From an optimization exercise on the open Yosys and OpenROAD flow, aimed at small area; shortcuts taken in it are not production practice.
The RTL was checked by simulation tests, not by an equivalence proof against the original design.
Power and IR drop assume default switching activity.

==> inputs of job 5586 <==
// camp_watch
module camp_watch (
    input  wire        clk,
    input  wire        rst,           
    input  wire        tick,
    output wire        busy,
    input  wire        cfg_req,
    input  wire        cfg_we,
    input  wire        cfg_secure,
    input  wire [11:0] cfg_addr,
    input  wire [31:0] cfg_wdata,
    output reg         cfg_ack,
    output reg  [31:0] cfg_rdata,
    input  wire [7:0]  wpin,
    input  wire [31:0] tbase,
    output reg         rd_req,
    output reg         rd_kind,
    output wire [31:0] rd_src,
    output wire        rd_world,
    input  wire        rd_ack,
    input  wire        rd_ok,
    input  wire [31:0] rd_data,
    output reg         act_req,
    output reg  [2:0]  act_code,
    output wire [2:0]  act_entry,
    output reg  [31:0] act_arg,
    output wire [31:0] act_src,
    output wire [31:0] act_sample,
    output wire [15:0] act_match,
    output wire        act_world,
    input  wire        act_ack,
    input  wire        act_ok
);
export LEC_CHECK = 0
export CAP_MARGIN = 20
export CORE_MARGIN = 2
export CORE_UTILIZATION = 65
export PLACE_DENSITY = 0.75
export SLEW_MARGIN = 20
create_clock -name core_clock -period 10.0 [get_ports {clk}]
standard.sh (not shown) runs the stock make flow with config.mk's settings and CLKGATE_MAP_FILE= SYNTH_SCRIPT=/design/flow/synth_recipe.tcl, a recipe that flattens the netlist after the stock synthesis.
==> flow/flow/run.sh <==
#!/bin/bash
# The standard layout (standard.sh, unchanged synthesis, floorplan, power grid and
# routing) with two settings of its own:
#  - ports are buffered with the smallest buffer, sky130_fd_sc_hd__buf_1;
#  - clock tree synthesis builds small clusters of clkbuf_4 leaf buffers and
#    inserts no dummy loads.
# The make output goes to flow_make.log in this folder; ORFS keeps each tool's own
# log under orfs/logs/.
set -euo pipefail
export BUFFER_PORTS_ARGS="-buffer_cell sky130_fd_sc_hd__buf_1"
export CTS_ARGS="-sink_clustering_enable -repair_clock_nets -dont_use_dummy_load -buf_list sky130_fd_sc_hd__clkbuf_4 -sink_clustering_size 10 -sink_clustering_max_diameter 40"
bash standard.sh finish > flow_make.log 2>&1
==> inputs of job 1072, as changes to job 5586 <==
--- a/flow/design.v
+++ b/flow/design.v
@@ -38,33 +38,33 @@
     reg [8*1-1:0]   oneshot_r;
     reg [8*1-1:0]   world_r;
     reg [8*1-1:0]   fired_r;
     reg [8*22-1:0]  period_r;
     reg [8*32-1:0]  mask_r;
-    reg [8*32-1:0]  value_r;
-    reg [8*32-1:0]  last_r;
     reg [8*22-1:0]  rem_r;      
     reg [8*1-1:0]   havem_r;    
     reg [8*1-1:0]   peq_r;      
-    reg [16*32-1:0] sa_r;       
+    reg [16*32-1:0] vs_r;       
     reg [16*12-1:0] ms_r;       
+    reg [16*32-1:0] la_r;       
     wire        en_e      = en_r[0];
     wire [1:0]  kind_e    = kind_r[1:0];
     wire [2:0]  op_e      = op_r[2:0];
     wire [2:0]  action_e  = action_r[2:0];
     wire        oneshot_e = oneshot_r[0];
     wire        world_e   = world_r[0];
     wire        fired_e   = fired_r[0];
     wire [21:0] period_e  = period_r[21:0];
     wire [31:0] mask_e    = mask_r[31:0];
-    wire [31:0] value_e   = value_r[31:0];
-    wire [31:0] last_e    = last_r[31:0];
     wire [21:0] rem_e     = rem_r[21:0];
     wire        havem_e   = havem_r[0];
     wire        peq_e     = peq_r[0];
-    wire [31:0] sa_e      = sa_r[31:0];
+    wire [31:0] vs_e      = vs_r[31:0];
     wire [11:0] ms_e      = ms_r[11:0];
+    wire [31:0] la_e      = la_r[31:0];
+    wire [31:0] value_e   = vs_e;
+    wire [31:0] last_e    = la_e;
     reg  [2:0] ptr;            
     reg        ph;             
     reg        sweep;          
     reg        g_en;
     reg        cfgerr;
@@ -88,11 +88,11 @@
     wire        is_g0   = (cfg_addr[11:2] == 10'd0);
     wire        is_g1   = (cfg_addr[11:2] == 10'd1);
     wire        is_ent  = (cfg_addr[11:8] == 4'h1) || (cfg_addr[11:8] == 4'h2);
     wire [2:0]  c_ent   = cfg_addr[8:6];
     wire [3:0]  c_off   = cfg_addr[5:2];
-    wire        c_ph    = (c_off == 4'd5) || (c_off == 4'd8);    
+    wire        c_ph    = (c_off == 4'd2) || (c_off == 4'd5) || (c_off == 4'd8);  
     wire [2:0]  w_op     = (cfg_wdata[5:3] == 3'd7) ? 3'd6 : cfg_wdata[5:3];
     wire [2:0]  w_action = (cfg_wdata[8:6] == 3'd7) ? 3'd0 : cfg_wdata[8:6];
     wire [21:0] w_period = (cfg_wdata[21:0] == 22'd0) ? 22'd1 :
                            (cfg_wdata[21:0] > PERIOD_MAX) ? PERIOD_MAX : cfg_wdata[21:0];
     wire        c_go    = cfg_req && !cfg_ack && !busy && !sweep &&
@@ -105,14 +105,13 @@
     wire        w_fld   = hd_cfg && !en_e;
     wire        w_err   = (w_keep && (cfg_wdata[2:1] != kind_e || w_op != op_e ||
                                       w_action != action_e || cfg_wdata[9] != oneshot_e)) ||
                           (hd_cfg && en_e && c_off != 4'd0 && c_off <= 4'd5);
     wire        at_idx  = (ptr == idx) && !sweep;
-    wire        hd_scan = (state == S_SCAN) && at_idx && !ph;
+    wire        hd_scan = (state == S_SCAN) && at_idx && ph;
     wire        hd_eval = (state == S_EVAL) && at_idx && !ph;
     wire        hd_fix  = (state == S_FIX)  && at_idx && ph;
-    wire        hd_arg  = (state == S_READ || state == S_EVAL) && at_idx && ph;
     wire        rem_le1 = (rem_e[21:1] == 21'd0);
     wire        due     = g_en && en_e && rem_le1;
     wire        take    = hd_scan && due;
     wire        ev_ok   = hd_eval && s_ok;
     wire [31:0] cur_m   = s_val & mask_e;
@@ -146,26 +145,25 @@
     wire [31:0] wd_0     = sweep ? 32'd0 : cfg_wdata;
     wire [31:0] wd_1     = sweep ? 32'hFFFF_FFFF : cfg_wdata;
     wire [21:0] wd_per   = sweep ? 22'd1000 : w_period;
     wire        ld_ctl   = w_apply || sweep;
     wire        ld_per   = (w_fld && c_off == 4'd1) || sweep;
-    wire        ld_sa    = (w_fld && (c_off == 4'd2 || c_off == 4'd5)) || sweep;
+    wire        ld_vs    = (w_fld && (c_off == 4'd2 || c_off == 4'd4)) || sweep;
     wire        ld_mask  = (w_fld && c_off == 4'd3) || sweep;
-    wire        ld_value = (w_fld && c_off == 4'd4) || sweep;
+    wire        ld_arg   = (w_fld && c_off == 4'd5) || sweep;
     wire        ms_up    = hit || hd_fix;
     wire        en_d      = ld_ctl ? wd_0[0] : ((hit && oneshot_e) ? 1'b0 : en_e);
     wire [1:0]  kind_d    = ld_ctl ? wd_0[2:1] : kind_e;
     wire [2:0]  op_d      = ld_ctl ? (sweep ? 3'd0 : w_op) : op_e;
     wire [2:0]  action_d  = ld_ctl ? (sweep ? 3'd0 : w_action) : action_e;
     wire        oneshot_d = ld_ctl ? wd_0[9] : oneshot_e;
     wire        world_d   = ld_ctl ? (cfg_secure && !sweep) : world_e;
     wire        fired_d   = (sweep || (w_ctl && cfg_wdata[11])) ? 1'b0 : (hit ? 1'b1 : fired_e);
     wire [21:0] period_d  = ld_per   ? wd_per : period_e;
     wire [31:0] mask_d    = ld_mask  ? wd_1   : mask_e;
-    wire [31:0] value_d   = ld_value ? wd_0   : value_e;
-    wire [31:0] last_d    = sweep ? 32'd0 : (ev_ok ? s_val : last_e);
-    wire [31:0] sa_d      = ld_sa    ? wd_0   : sa_e;
+    wire [31:0] vs_d      = ld_vs    ? wd_0   : vs_e;
+    wire [31:0] la_d      = ld_arg   ? wd_0   : (ev_ok ? s_val : la_e);
     wire [11:0] ms_d      = sweep ? 12'd0 : (ms_up ? ms_inc : ms_e);
     wire [21:0] rem_d     = w_new ? 22'd0 :
                             hd_scan ? (due ? period_e : (rem_le1 ? 22'd0 : rem_e - 22'd1)) :
                             rem_e;
     wire        havem_d   = ev_ok ? 1'b1 : (w_new ? 1'b0 : havem_e);
@@ -178,42 +176,39 @@
         oneshot_r <= {oneshot_d, oneshot_r[7:1]};
         world_r   <= {world_d,   world_r[7:1]};
         fired_r   <= {fired_d,   fired_r[7:1]};
         period_r  <= {period_d,  period_r[8*22-1:22]};
         mask_r    <= {mask_d,    mask_r[8*32-1:32]};
-        value_r   <= {value_d,   value_r[8*32-1:32]};
-        last_r    <= {last_d,    last_r[8*32-1:32]};
         rem_r     <= {rem_d,     rem_r[8*22-1:22]};
         havem_r   <= {havem_d,   havem_r[7:1]};
         peq_r     <= {peq_d,     peq_r[7:1]};
-        sa_r      <= {sa_d,      sa_r[16*32-1:32]};
+        vs_r      <= {vs_d,      vs_r[16*32-1:32]};
+        la_r      <= {la_d,      la_r[16*32-1:32]};
         ms_r      <= {ms_d,      ms_r[16*12-1:12]};
     end
-    reg  [7:0] rs;
+    reg  [6:0] rs;
     always @(posedge clk) begin
         rs[0] <= is_g0;
         rs[1] <= is_g1;
         rs[2] <= is_ent && (c_off == 4'd0);
         rs[3] <= is_ent && (c_off == 4'd1);
-        rs[4] <= is_ent && (c_off == 4'd2 || c_off == 4'd5);
+        rs[4] <= is_ent && (c_off == 4'd2 || c_off == 4'd4);
         rs[5] <= is_ent && (c_off == 4'd3);
-        rs[6] <= is_ent && (c_off == 4'd4);
-        rs[7] <= is_ent && (c_off == 4'd6);
+        rs[6] <= is_ent && (c_off == 4'd5 || c_off == 4'd6);
     end
     reg        rs_ms;
     always @(posedge clk)
         rs_ms <= is_ent && (c_off == 4'd7 || c_off == 4'd8);
     always @(*) begin
         cfg_rdata = ({32{rs[0]}} & {16'd0, 8'd8, 7'd0, g_en}) |
                     ({32{rs[1]}} & {29'd0, cfgerr, 1'b0, busy}) |
                     ({32{rs[2]}} & {20'd0, fired_r[7], world_r[7], oneshot_r[7], action_r[23:21],
                                     op_r[23:21], kind_r[15:14], en_r[7]}) |
                     ({32{rs[3]}} & {10'd0, period_r[8*22-1 -: 22]}) |
-                    ({32{rs[4]}} & sa_r[16*32-1 -: 32]) |
+                    ({32{rs[4]}} & vs_r[16*32-1 -: 32]) |
                     ({32{rs[5]}} & mask_r[8*32-1 -: 32]) |
-                    ({32{rs[6]}} & value_r[8*32-1 -: 32]) |
-                    ({32{rs[7]}} & last_r[8*32-1 -: 32]) |
+                    ({32{rs[6]}} & la_r[16*32-1 -: 32]) |
                     ({32{rs_ms}} & {20'd0, ms_r[16*12-1 -: 12]});
     end
     reg  [31:0] i3c_keep;
     always @(*) begin
         case (h_src[17:16])
@@ -224,17 +219,16 @@
         endcase
     end
     wire last_idx = (idx == 3'd7);
     always @(posedge clk) begin
         if (take) begin
-            h_src    <= sa_e;
+            h_src    <= vs_e;
+            act_arg  <= la_e;
             h_world  <= world_e;
             rd_kind  <= kind_e[0];
             act_code <= action_e;
         end
-        if (hd_arg)
-            act_arg <= sa_e;
         if (take && kind_e[1]) begin
             s_val <= kind_e[0] ? tbase : {24'd0, wpin};
             s_ok  <= 1'b1;
         end else if (state == S_READ && rd_ack) begin
             s_val <= rd_kind ? (rd_data & i3c_keep) : rd_data;
==> inputs of job 3054, as changes to job 5586 <==
--- a/flow/design.v
+++ b/flow/design.v
@@ -38,47 +38,46 @@
     reg [8*1-1:0]   oneshot_r;
     reg [8*1-1:0]   world_r;
     reg [8*1-1:0]   fired_r;
     reg [8*22-1:0]  period_r;
     reg [8*32-1:0]  mask_r;
-    reg [8*32-1:0]  value_r;
-    reg [8*32-1:0]  last_r;
     reg [8*22-1:0]  rem_r;      
     reg [8*1-1:0]   havem_r;    
     reg [8*1-1:0]   peq_r;      
     reg [16*32-1:0] sa_r;       
     reg [16*12-1:0] ms_r;       
+    reg [16*32-1:0] vl_r;       
     wire        en_e      = en_r[0];
     wire [1:0]  kind_e    = kind_r[1:0];
     wire [2:0]  op_e      = op_r[2:0];
     wire [2:0]  action_e  = action_r[2:0];
     wire        oneshot_e = oneshot_r[0];
     wire        world_e   = world_r[0];
     wire        fired_e   = fired_r[0];
     wire [21:0] period_e  = period_r[21:0];
     wire [31:0] mask_e    = mask_r[31:0];
-    wire [31:0] value_e   = value_r[31:0];
-    wire [31:0] last_e    = last_r[31:0];
     wire [21:0] rem_e     = rem_r[21:0];
     wire        havem_e   = havem_r[0];
     wire        peq_e     = peq_r[0];
     wire [31:0] sa_e      = sa_r[31:0];
     wire [11:0] ms_e      = ms_r[11:0];
+    wire [31:0] vl_e      = vl_r[31:0];
     reg  [2:0] ptr;            
     reg        ph;             
     reg        sweep;          
     reg        g_en;
     reg        cfgerr;
     localparam S_IDLE = 3'd0, S_SCAN = 3'd1, S_READ = 3'd2, S_EVAL = 3'd3,
-               S_ACT  = 3'd4, S_FIX  = 3'd5, S_DONE = 3'd6;
+               S_ACT  = 3'd4, S_FIX  = 3'd5, S_DONE = 3'd6, S_LAST = 3'd7;
     reg [2:0]  state;
     reg [2:0]  idx;
     reg        s_ok;
     reg [31:0] s_val;
     reg [31:0] h_src;
     reg        h_world;
     reg [11:0] h_match;
+    reg        chg;            
     assign busy       = (state != S_IDLE);
     assign rd_src     = h_src;
     assign rd_world   = h_world;
     assign act_src    = h_src;
     assign act_world  = h_world;
@@ -88,11 +87,11 @@
     wire        is_g0   = (cfg_addr[11:2] == 10'd0);
     wire        is_g1   = (cfg_addr[11:2] == 10'd1);
     wire        is_ent  = (cfg_addr[11:8] == 4'h1) || (cfg_addr[11:8] == 4'h2);
     wire [2:0]  c_ent   = cfg_addr[8:6];
     wire [3:0]  c_off   = cfg_addr[5:2];
-    wire        c_ph    = (c_off == 4'd5) || (c_off == 4'd8);    
+    wire        c_ph    = (c_off == 4'd5) || (c_off == 4'd6) || (c_off == 4'd8);  
     wire [2:0]  w_op     = (cfg_wdata[5:3] == 3'd7) ? 3'd6 : cfg_wdata[5:3];
     wire [2:0]  w_action = (cfg_wdata[8:6] == 3'd7) ? 3'd0 : cfg_wdata[8:6];
     wire [21:0] w_period = (cfg_wdata[21:0] == 22'd0) ? 22'd1 :
                            (cfg_wdata[21:0] > PERIOD_MAX) ? PERIOD_MAX : cfg_wdata[21:0];
     wire        c_go    = cfg_req && !cfg_ack && !busy && !sweep &&
@@ -106,19 +105,21 @@
     wire        w_err   = (w_keep && (cfg_wdata[2:1] != kind_e || w_op != op_e ||
                                       w_action != action_e || cfg_wdata[9] != oneshot_e)) ||
                           (hd_cfg && en_e && c_off != 4'd0 && c_off <= 4'd5);
     wire        at_idx  = (ptr == idx) && !sweep;
     wire        hd_scan = (state == S_SCAN) && at_idx && !ph;
+    wire        hd_last = (state == S_LAST) && at_idx && ph;
     wire        hd_eval = (state == S_EVAL) && at_idx && !ph;
     wire        hd_fix  = (state == S_FIX)  && at_idx && ph;
-    wire        hd_arg  = (state == S_READ || state == S_EVAL) && at_idx && ph;
     wire        rem_le1 = (rem_e[21:1] == 21'd0);
     wire        due     = g_en && en_e && rem_le1;
     wire        take    = hd_scan && due;
+    wire        lv_ok   = hd_last && s_ok;
     wire        ev_ok   = hd_eval && s_ok;
     wire [31:0] cur_m   = s_val & mask_e;
-    wire [31:0] cur_prv = last_e & mask_e;
+    wire        cur_chg = |((s_val ^ vl_e) & mask_e);
+    wire [31:0] value_e = vl_e;
     wire [31:0] cur_x   = cur_m ^ value_e;
     wire        cur_eq  = ~|cur_x;
     reg  [31:0] x_above;      
     integer k;
     always @(*) begin
@@ -132,11 +133,11 @@
         case (op_e)
             3'd0: cur_hit = cur_eq;
             3'd1: cur_hit = !cur_eq;
             3'd2: cur_hit = cur_lt;
             3'd3: cur_hit = !cur_lt;
-            3'd4: cur_hit = havem_e && (cur_m != cur_prv);
+            3'd4: cur_hit = havem_e && chg;
             3'd5: cur_hit = havem_e && cur_eq && !peq_e;
             default: cur_hit = 1'b1;
         endcase
     end
     wire        hit      = ev_ok && cur_hit;
@@ -148,23 +149,22 @@
     wire [21:0] wd_per   = sweep ? 22'd1000 : w_period;
     wire        ld_ctl   = w_apply || sweep;
     wire        ld_per   = (w_fld && c_off == 4'd1) || sweep;
     wire        ld_sa    = (w_fld && (c_off == 4'd2 || c_off == 4'd5)) || sweep;
     wire        ld_mask  = (w_fld && c_off == 4'd3) || sweep;
-    wire        ld_value = (w_fld && c_off == 4'd4) || sweep;
+    wire        ld_vl    = (w_fld && c_off == 4'd4) || sweep;
     wire        ms_up    = hit || hd_fix;
     wire        en_d      = ld_ctl ? wd_0[0] : ((hit && oneshot_e) ? 1'b0 : en_e);
     wire [1:0]  kind_d    = ld_ctl ? wd_0[2:1] : kind_e;
     wire [2:0]  op_d      = ld_ctl ? (sweep ? 3'd0 : w_op) : op_e;
     wire [2:0]  action_d  = ld_ctl ? (sweep ? 3'd0 : w_action) : action_e;
     wire        oneshot_d = ld_ctl ? wd_0[9] : oneshot_e;
     wire        world_d   = ld_ctl ? (cfg_secure && !sweep) : world_e;
     wire        fired_d   = (sweep || (w_ctl && cfg_wdata[11])) ? 1'b0 : (hit ? 1'b1 : fired_e);
     wire [21:0] period_d  = ld_per   ? wd_per : period_e;
     wire [31:0] mask_d    = ld_mask  ? wd_1   : mask_e;
-    wire [31:0] value_d   = ld_value ? wd_0   : value_e;
-    wire [31:0] last_d    = sweep ? 32'd0 : (ev_ok ? s_val : last_e);
+    wire [31:0] vl_d      = ld_vl ? wd_0 : (lv_ok ? s_val : vl_e);
     wire [31:0] sa_d      = ld_sa    ? wd_0   : sa_e;
     wire [11:0] ms_d      = sweep ? 12'd0 : (ms_up ? ms_inc : ms_e);
     wire [21:0] rem_d     = w_new ? 22'd0 :
                             hd_scan ? (due ? period_e : (rem_le1 ? 22'd0 : rem_e - 22'd1)) :
                             rem_e;
@@ -178,28 +178,26 @@
         oneshot_r <= {oneshot_d, oneshot_r[7:1]};
         world_r   <= {world_d,   world_r[7:1]};
         fired_r   <= {fired_d,   fired_r[7:1]};
         period_r  <= {period_d,  period_r[8*22-1:22]};
         mask_r    <= {mask_d,    mask_r[8*32-1:32]};
-        value_r   <= {value_d,   value_r[8*32-1:32]};
-        last_r    <= {last_d,    last_r[8*32-1:32]};
         rem_r     <= {rem_d,     rem_r[8*22-1:22]};
         havem_r   <= {havem_d,   havem_r[7:1]};
         peq_r     <= {peq_d,     peq_r[7:1]};
         sa_r      <= {sa_d,      sa_r[16*32-1:32]};
         ms_r      <= {ms_d,      ms_r[16*12-1:12]};
+        vl_r      <= {vl_d,      vl_r[16*32-1:32]};
     end
-    reg  [7:0] rs;
+    reg  [6:0] rs;
     always @(posedge clk) begin
         rs[0] <= is_g0;
         rs[1] <= is_g1;
         rs[2] <= is_ent && (c_off == 4'd0);
         rs[3] <= is_ent && (c_off == 4'd1);
         rs[4] <= is_ent && (c_off == 4'd2 || c_off == 4'd5);
         rs[5] <= is_ent && (c_off == 4'd3);
-        rs[6] <= is_ent && (c_off == 4'd4);
-        rs[7] <= is_ent && (c_off == 4'd6);
+        rs[6] <= is_ent && (c_off == 4'd4 || c_off == 4'd6);
     end
     reg        rs_ms;
     always @(posedge clk)
         rs_ms <= is_ent && (c_off == 4'd7 || c_off == 4'd8);
     always @(*) begin
@@ -208,12 +206,11 @@
                     ({32{rs[2]}} & {20'd0, fired_r[7], world_r[7], oneshot_r[7], action_r[23:21],
                                     op_r[23:21], kind_r[15:14], en_r[7]}) |
                     ({32{rs[3]}} & {10'd0, period_r[8*22-1 -: 22]}) |
                     ({32{rs[4]}} & sa_r[16*32-1 -: 32]) |
                     ({32{rs[5]}} & mask_r[8*32-1 -: 32]) |
-                    ({32{rs[6]}} & value_r[8*32-1 -: 32]) |
-                    ({32{rs[7]}} & last_r[8*32-1 -: 32]) |
+                    ({32{rs[6]}} & vl_r[16*32-1 -: 32]) |
                     ({32{rs_ms}} & {20'd0, ms_r[16*12-1 -: 12]});
     end
     reg  [31:0] i3c_keep;
     always @(*) begin
         case (h_src[17:16])
@@ -229,12 +226,14 @@
             h_src    <= sa_e;
             h_world  <= world_e;
             rd_kind  <= kind_e[0];
             act_code <= action_e;
         end
-        if (hd_arg)
+        if (hd_last) begin
             act_arg <= sa_e;
+            chg     <= cur_chg;
+        end
         if (take && kind_e[1]) begin
             s_val <= kind_e[0] ? tbase : {24'd0, wpin};
             s_ok  <= 1'b1;
         end else if (state == S_READ && rd_ack) begin
             s_val <= rd_kind ? (rd_data & i3c_keep) : rd_data;
@@ -278,23 +277,27 @@
                 end
                 S_SCAN: begin
                     if (hd_scan) begin
                         if (due) begin
                             rd_req <= !kind_e[1];
-                            state  <= kind_e[1] ? S_EVAL : S_READ;
+                            state  <= kind_e[1] ? S_LAST : S_READ;
                         end else begin
                             idx <= idx + 3'd1;
                             if (last_idx) state <= S_IDLE;
                         end
                     end
                 end
                 S_READ: begin
                     if (rd_ack) begin
                         rd_req <= 1'b0;
-                        state  <= S_EVAL;
+                        state  <= S_LAST;
                     end
                 end
+                S_LAST: begin
+                    if (hd_last)
+                        state <= S_EVAL;
+                end
                 S_EVAL: begin
                     if (hd_eval) begin
                         if (do_act) begin
                             act_req <= 1'b1;
                             state   <= S_ACT;
==> comparison <==
Job 1072 completed with no timing, DRC or antenna violations. Job 5586 completed without violations. Job 3054 finished with timing, DRC and antenna clean.
In job 3054 the via count is lower than in job 5586, by 2.4%.
The lowest register-to-register slack belongs to job 1072, the highest to job 3054.
Global-route usage: job 5586 > job 1072 > job 3054.
Of job 1072 and job 3054, job 3054 has the higher worst hold slack (gap 0.0070 ns).
Clock skew: job 5586 is lower than job 3054 (0.0035 ns).
Area after synthesis: job 1072 < job 3054 < job 5586.
Of job 5586 and job 1072, job 5586 has the higher final area (gap about 0.9%, measured against job 1072).
Sequential power is about the same in job 1072 and job 3054.
Core utilization: job 5586 > job 3054 > job 1072.
In job 5586 the flip-flop and latch count is higher than in job 1072, by 1.
==> figures <==
| quantity | job 3054 | job 5586 | job 1072 |
|---|---|---|---|
| Source of the worst hold timing path | vl_r[371]$_DFF_P_ | value_r[188]$_DFF_P_ | vs_r[359]$_DFF_P_ |
| Register area share after synthesis | 84.3% | 83.8% | 84.6% |
| Delay of the slowest cell on the worst path | 0.75 ns | 0.41 ns | 0.99 ns |
| Number of enable-type register cells in the synthesized netlist | 114 | 113 | 113 |
| Worst voltage drop across the vdd grid | 126 uV | 148 uV | 138 uV |
| Fraction of the core area covered by cells at the end of the flow | 70.3% | 70.4% | 70.2% |
| Run status | finished clean | finished clean | finished clean |
| Routed length per placed instance | 19.4 um | 20.4 um | 20.1 um |
| Mapped Area | 0.0506 mm2 | 0.0509 mm2 | 0.0504 mm2 |
| Final area over synthesized area | 1.073x | 1.072x | 1.073x |
| Fmax achieved | 215 MHz | 204 MHz | 206 MHz |
| Critical Path Fanout Max | 12 | 32 | 23 |
| Seq/total area | 78.6% | 78.2% | 78.9% |
| Power spent charging and discharging nets | 0.00251 W | 0.00250 W | 0.00250 W |
| Worst rel slew slack | 31.9% | 20.4% | 23.3% |
| Pwr Total | 0.0120 W | 0.0120 W | 0.0120 W |
| Initial antenna violation count | 18 | 11 | 9 |
| Clock Pin Slew Worst Setup and Hold Paths | 0.10 ns | 0.10 ns | 0.11 ns |
| Vias | 25333 | 25959 | 25209 |
| Compound-gate portion of the synthesized area | 4.97% | 5.22% | 5.29% |
| End point of the most critical hold path | vl_r[339]$_DFF_P_ | value_r[156]$_DFF_P_ | vs_r[327]$_DFF_P_ |
| Sequential cell count | 2075 | 2075 | 2074 |

## afterwards: timing with drivers on the ports
The flow's constraints put no driver on any port. The routed layouts listed below were extracted and timed again, unchanged, in two steps.
Step 1 sets driving cells, clkbuf_16 on the clock port and buf_2 on the other inputs (assumed; they add their load-dependent delay and slew).
Step 2 times the ports against the registers' clock, not the clock port: input delays grow and output delays shrink by t, the midpoint of the rising clock arrivals with the driver on.
Three values: no drivers, after step 1, after step 2; two values: the first two.
| run | shift t [ns] | slack for setup (ns) | worst setup path after step 2 | cell pins on the clock port's net |
|---|---|---|---|---|
| job 5586 | 1.065 | 5.110 / 5.045 / 4.340 | input to register | 1 |
| job 1072 | 1.061 | 5.148 / 5.182 / 4.121 | input to register | 1 |
| job 3054 | 1.107 | 5.354 / 5.289 / 4.913 | input to register | 1 |
After both steps setup and hold are still met in every run listed. For job 1072, which loses most, drivers alone change the setup slack by +0.034 ns; drivers and shift together by -1.027 ns.
